From an optimization exercise on the open Yosys and OpenROAD flow, aimed at small area; shortcuts taken in it are not production practice.
In this exercise RTL edits were held to simulation tests only and were not proved equivalent to the original.
Power is estimated from default activity; no workload was simulated.

==> flow/design.v <==
module pwm_dither (
    input  wire        clk,
    input  wire        run,
    input  wire [14:0] half,       
    input  wire [3:0]  dither,     
    input  wire [3:0]  port_id,
    input  wire [15:0] count,      
    input  wire [3:0]  cm1,        
    input  wire        down,       
    input  wire        ext,        
    input  wire        win,        
    input  wire        step,       
    output reg         first,      
    output wire        hbit        
);
    reg  [15:0] lfsr;
    reg  [12:0] nrange;            
    reg  [13:0] r;                 
    reg         ca, cb;            
    wire [3:0]  idx = ~(down ? cm1 : count[3:0]);
    wire [15:0] h16 = {1'b0, half};
    wire [15:0] nr16 = {3'b111, nrange};
    wire        hb  = h16[idx];
    wire        nrb = nr16[idx];
    wire        lb  = lfsr[idx];
    wire        lo  = (count[15:4] == 12'd0);
    wire        hi  = (count[15:4] == 12'd1);
    wire [7:0]  t     = {r[6:0], 1'b0} + (hb ? {4'd0, dither} : 8'd0);
    wire        ge200 = (t >= 8'd200);
    wire        ge100 = (t >= 8'd100);
    wire [7:0]  t_red = ge200 ? t - 8'd200 : (ge100 ? t - 8'd100 : t);
    wire [11:0] nr_dec = nrange[11:0] - {11'd0, ge200};
    wire [14:0] t2 = {r, lb};
    wire [14:0] sb = {1'b1, nrange, 1'b0};
    wire [15:0] bw;
    wire [14:0] df;
    assign bw[0] = 1'b1;
    genvar i;
    generate
        for (i = 0; i < 15; i = i + 1) begin : g_sub
            assign df[i]   = t2[i] ^ sb[i] ^ bw[i];
            assign bw[i+1] = (t2[i] & sb[i]) | (bw[i] & (t2[i] ^ sb[i]));
        end
    endgenerate
    wire [13:0] r_stp = bw[15] ? df[13:0] : t2[13:0];
    wire        r_en  = first ? hi : lo;
    wire        s1  = hb ^ r[0] ^ ca;
    wire        ca1 = (hb & r[0]) | (ca & (hb ^ r[0]));
    assign      hbit = s1 ^ nrb ^ cb;
    wire        cb1 = (s1 & nrb) | (cb & (s1 ^ nrb));
    always @(posedge clk) begin
        if (!run)
            r <= 14'd0;
        else if (down ? win : (r_en || (first && lo)))
            r <= down ? {1'b0, r[13:1]} :
                 (r_en ? r_stp : {7'd0, t_red[6:0] & {7{count[3:0] != 4'd15}}});
        if (ext) begin
            ca <= 1'b0;
            cb <= 1'b1;
        end else if (win) begin
            ca <= ca1;
            cb <= cb1;
        end
        if (!run) begin
            lfsr  <= 16'hACE1 ^ {12'd0, port_id};
            nrange <= 13'h1FFF;
            first <= 1'b1;
        end else begin
            if (step)
                lfsr <= {lfsr[0] ^ lfsr[2] ^ lfsr[3] ^ lfsr[5], lfsr[15:1]};
            if (first && lo) begin
                nrange <= {nr_dec, !(ge100 && !ge200)};
            end
            if (down)
                first <= 1'b0;
        end
    end
endmodule
module pwm_leg (
    input  wire        clk,
    input  wire        ext,        
    input  wire        down,       
    input  wire        first,      
    input  wire        win,        
    input  wire        hb,         
    input  wire        ld,         
    input  wire        fresh,      
    input  wire [15:0] count,
    input  wire [15:0] duty,
    input  wire [10:0] dead,
    output wire        gate_h,
    output wire        gate_l
);
    reg  [15:0] d;
    reg  [15:0] acc;
    reg  [15:0] thr;
    wire [15:0] opd = ~d & {16{hb}};
    wire [16:0] cy;
    wire [15:0] sm;
    assign cy[0] = hb;
    genvar i;
    generate
        for (i = 0; i < 16; i = i + 1) begin : g_add
            assign sm[i]   = acc[i] ^ opd[i] ^ cy[i];
            assign cy[i+1] = (acc[i] & opd[i]) | (cy[i] & (acc[i] ^ opd[i]));
        end
    endgenerate
    wire [15:0] acc_d = ext ? 16'd0 : (win ? {cy[16], sm[15:1]} : acc);
    always @(posedge clk) begin
        if (ext)
            d <= duty;
        acc <= acc_d;
        if (ld)
            thr <= acc_d;
    end
    wire        eq = (count == thr);
    reg         eq_r;
    reg         last_up;
    wire        up = down ? (ext || (last_up && !eq_r))
                          : (!first && (eq || (last_up && !ext)));
    reg  [10:0] q;
    wire [11:0] qb;
    wire [10:0] q_dec;
    assign qb[0] = 1'b1;
    generate
        for (i = 0; i < 11; i = i + 1) begin : g_dec
            assign q_dec[i] = q[i] ^ (qb[i] & !qb[11]);
            assign qb[i+1]  = qb[i] & !q[i];
        end
    endgenerate
    wire        qz   = qb[11];
    wire        same = !fresh && (up == last_up);
    always @(posedge clk) begin
        eq_r    <= eq;
        last_up <= up;
        q       <= !same ? dead : q_dec;
    end
    assign gate_h = !fresh && qz && last_up;
    assign gate_l = !fresh && qz && !last_up;
endmodule
module pwm3 (
    input  wire        clk,
    input  wire        rst,         
    input  wire        out_en,
    input  wire [3:0]  port_id,     
    input  wire [14:0] half,        
    input  wire [3:0]  dither,      
    input  wire [10:0] dead,        
    input  wire [15:0] duty_u,
    input  wire [15:0] duty_v,
    input  wire [15:0] duty_w,
    input  wire        trip_n,
    output wire        at_valley,
    output wire        at_peak,
    output wire [5:0]  gates,       
    output reg         hw_trip
);
    wire        run = out_en && !rst;
    reg  [15:0] count;             
    reg         down;              
    reg         ext;               
    reg  [15:0] hp;                
    reg  [4:0]  trip_cnt;
    reg         fresh;             
    assign at_valley = run && ext && !down;
    assign at_peak   = run && ext && down;
    wire [16:0] tog;
    wire [15:0] count_n;
    assign tog[0] = 1'b1;
    genvar i;
    generate
        for (i = 0; i < 16; i = i + 1) begin : g_cnt
            assign count_n[i] = count[i] ^ tog[i];
            assign tog[i+1]   = tog[i] & (count[i] ^ down);
        end
    endgenerate
    wire [3:0]  cm1 = count[3:0] - 4'd1;
    wire        win = (count[15:5] == 11'd0) &&
                      (count[4] ? (count[3:0] == 4'd0) : (count[3:0] != 4'd0));
    wire        last = down ? (count == 16'd1) : (!win && count_n == hp);
    wire        first;             
    wire        hbit;              
    pwm_dither u_dither (
        .clk(clk), .run(run), .half(half), .dither(dither), .port_id(port_id),
        .count(count), .cm1(cm1), .down(down), .ext(ext), .win(win),
        .step(last && down), .first(first), .hbit(hbit)
    );
    wire        hb = down ? hbit : hp[0];
    always @(posedge clk) begin
        if (!run) begin
            count <= 16'd0;
            down  <= 1'b0;
            ext   <= 1'b1;
            hp    <= {1'b0, half};
        end else begin
            count <= count_n;
            ext   <= last;
            if (last) down <= !down;
            if (win) hp <= {hb, hp[15:1]};
        end
    end
    always @(posedge clk) begin
        if (!run) begin
            trip_cnt <= 5'd0;
            hw_trip  <= 1'b0;
        end else begin
            trip_cnt <= trip_n ? 5'd0 : trip_cnt + 5'd1;
            if (!trip_n && trip_cnt == 5'd24)
                hw_trip <= 1'b1;
        end
        fresh <= !run || hw_trip;
    end
    wire ld  = run && last;
    pwm_leg u_leg_u (.clk(clk), .ext(ext), .down(down), .first(first), .win(win), .hb(hb),
                     .ld(ld), .fresh(fresh), .count(count), .duty(duty_u), .dead(dead),
                     .gate_h(gates[0]), .gate_l(gates[1]));
    pwm_leg u_leg_v (.clk(clk), .ext(ext), .down(down), .first(first), .win(win), .hb(hb),
                     .ld(ld), .fresh(fresh), .count(count), .duty(duty_v), .dead(dead),
                     .gate_h(gates[2]), .gate_l(gates[3]));
    pwm_leg u_leg_w (.clk(clk), .ext(ext), .down(down), .first(first), .win(win), .hb(hb),
                     .ld(ld), .fresh(fresh), .count(count), .duty(duty_w), .dead(dead),
                     .gate_h(gates[4]), .gate_l(gates[5]));
endmodule
Settings: LEC_CHECK=0, ABC_AREA=1, CAP_MARGIN=20, CORE_MARGIN=2, CORE_UTILIZATION=60, CTS_BUF_LIST=sky130_fd_sc_hd__clkbuf_8, CTS_CLUSTER_DIAMETER=60, CTS_CLUSTER_SIZE=14, PLACE_DENSITY=0.7, SLEW_MARGIN=20; clock period 50.0 ns.
standard.sh (not shown) runs the stock make flow with config.mk's settings and CLKGATE_MAP_FILE= SYNTH_SCRIPT=/design/flow/synth_recipe.tcl, a recipe that flattens the netlist after the stock synthesis.
==> flow/flow/run.sh <==
#!/bin/bash
# The standard layout (the standard.sh, unchanged synthesis, floorplan,
# placement, CTS and routing), with the port buffers that global placement
# inserts on every input and output made from the smallest buffer cell.
set -euo pipefail
bash standard.sh finish "BUFFER_PORTS_ARGS=-buffer_cell sky130_fd_sc_hd__buf_1" > standard_flow.log 2>&1
Rerun with:
--- a/flow/design.v
+++ b/flow/design.v
@@ -14,14 +14,14 @@
     output wire        hbit        
 );
     reg  [15:0] lfsr;
-    reg  [12:0] nrange;            
+    reg  [12:0] range;             
     reg  [13:0] r;                 
     reg         ca, cb;            
     wire [3:0]  idx = ~(down ? cm1 : count[3:0]);
     wire [15:0] h16 = {1'b0, half};
-    wire [15:0] nr16 = {3'b111, nrange};
+    wire [15:0] r16 = {3'b000, range};
     wire        hb  = h16[idx];
-    wire        nrb = nr16[idx];
+    wire        rb  = r16[idx];
     wire        lb  = lfsr[idx];
     wire        lo  = (count[15:4] == 12'd0);
     wire        hi  = (count[15:4] == 12'd1);
@@ -29,9 +29,9 @@
     wire        ge200 = (t >= 8'd200);
     wire        ge100 = (t >= 8'd100);
     wire [7:0]  t_red = ge200 ? t - 8'd200 : (ge100 ? t - 8'd100 : t);
-    wire [11:0] nr_dec = nrange[11:0] - {11'd0, ge200};
+    wire [11:0] r_inc = range[11:0] + {11'd0, ge200};
     wire [14:0] t2 = {r, lb};
-    wire [14:0] sb = {1'b1, nrange, 1'b0};
+    wire [14:0] sb = {1'b1, ~range, 1'b0};
     wire [15:0] bw;
     wire [14:0] df;
     assign bw[0] = 1'b1;
@@ -46,8 +46,8 @@
     wire        r_en  = first ? hi : lo;
     wire        s1  = hb ^ r[0] ^ ca;
     wire        ca1 = (hb & r[0]) | (ca & (hb ^ r[0]));
-    assign      hbit = s1 ^ nrb ^ cb;
-    wire        cb1 = (s1 & nrb) | (cb & (s1 ^ nrb));
+    assign      hbit = s1 ^ ~rb ^ cb;
+    wire        cb1 = (s1 & ~rb) | (cb & (s1 ^ ~rb));
     always @(posedge clk) begin
         if (!run)
             r <= 14'd0;
@@ -63,13 +63,13 @@
         end
         if (!run) begin
             lfsr  <= 16'hACE1 ^ {12'd0, port_id};
-            nrange <= 13'h1FFF;
+            range <= 13'd0;
             first <= 1'b1;
         end else begin
             if (step)
                 lfsr <= {lfsr[0] ^ lfsr[2] ^ lfsr[3] ^ lfsr[5], lfsr[15:1]};
             if (first && lo) begin
-                nrange <= {nr_dec, !(ge100 && !ge200)};
+                range <= {r_inc, ge100 && !ge200};
             end
             if (down)
                 first <= 1'b0;
@@ -119,21 +119,12 @@
     wire        up = down ? (ext || (last_up && !eq_r))
                           : (!first && (eq || (last_up && !ext)));
     reg  [10:0] q;
-    wire [11:0] qb;
-    wire [10:0] q_dec;
-    assign qb[0] = 1'b1;
-    generate
-        for (i = 0; i < 11; i = i + 1) begin : g_dec
-            assign q_dec[i] = q[i] ^ (qb[i] & !qb[11]);
-            assign qb[i+1]  = qb[i] & !q[i];
-        end
-    endgenerate
-    wire        qz   = qb[11];
+    wire        qz   = (q == 11'd0);
     wire        same = !fresh && (up == last_up);
     always @(posedge clk) begin
         eq_r    <= eq;
         last_up <= up;
-        q       <= !same ? dead : q_dec;
+        q       <= !same ? dead : (qz ? q : q - 11'd1);
     end
     assign gate_h = !fresh && qz && last_up;
     assign gate_l = !fresh && qz && !last_up;
Outcome: Clock power shrinks by 16%. Total power shrinks by 4.8%. Count of clock-buffer cells in the layout shrinks by 3. Utilization barely changes. Area after synthesis grows by 1.8%. Routed wire length shrinks by 1.5%. Sequential power grows by about 2%.

-- afterwards: timing with drivers on the ports --
The flow's constraints put no driver on any port. The routed layouts listed below were extracted and timed again, unchanged, in two steps.
Step 1 (the two cells are an assumption about what drives the block):
set clk [get_ports {clk}]
set_driving_cell -lib_cell sky130_fd_sc_hd__clkbuf_16 $clk
set_driving_cell -lib_cell sky130_fd_sc_hd__buf_2 [delete_from_list [all_inputs] $clk]
Step 2 adds t to the input delays and takes it off the output delays; t is the mean of the earliest and latest rising clock arrival at the registers after step 1. Input paths then give back, and output paths get back, about the clock's delay inside the block.
Three values: ideal ports, drivers, drivers and shift; two values: the first two.
run	shift t [ns]	setup slack, ns	worst setup path after step 2
the first run	0.621	28.340 / 28.312 / 28.312	input to output
the second run	0.601	28.993 / 28.969 / 28.969	input to output
After both steps setup and hold are still met in every run listed. For the first run, which loses most, drivers alone change the setup slack by -0.028 ns; drivers and shift together by -0.028 ns.
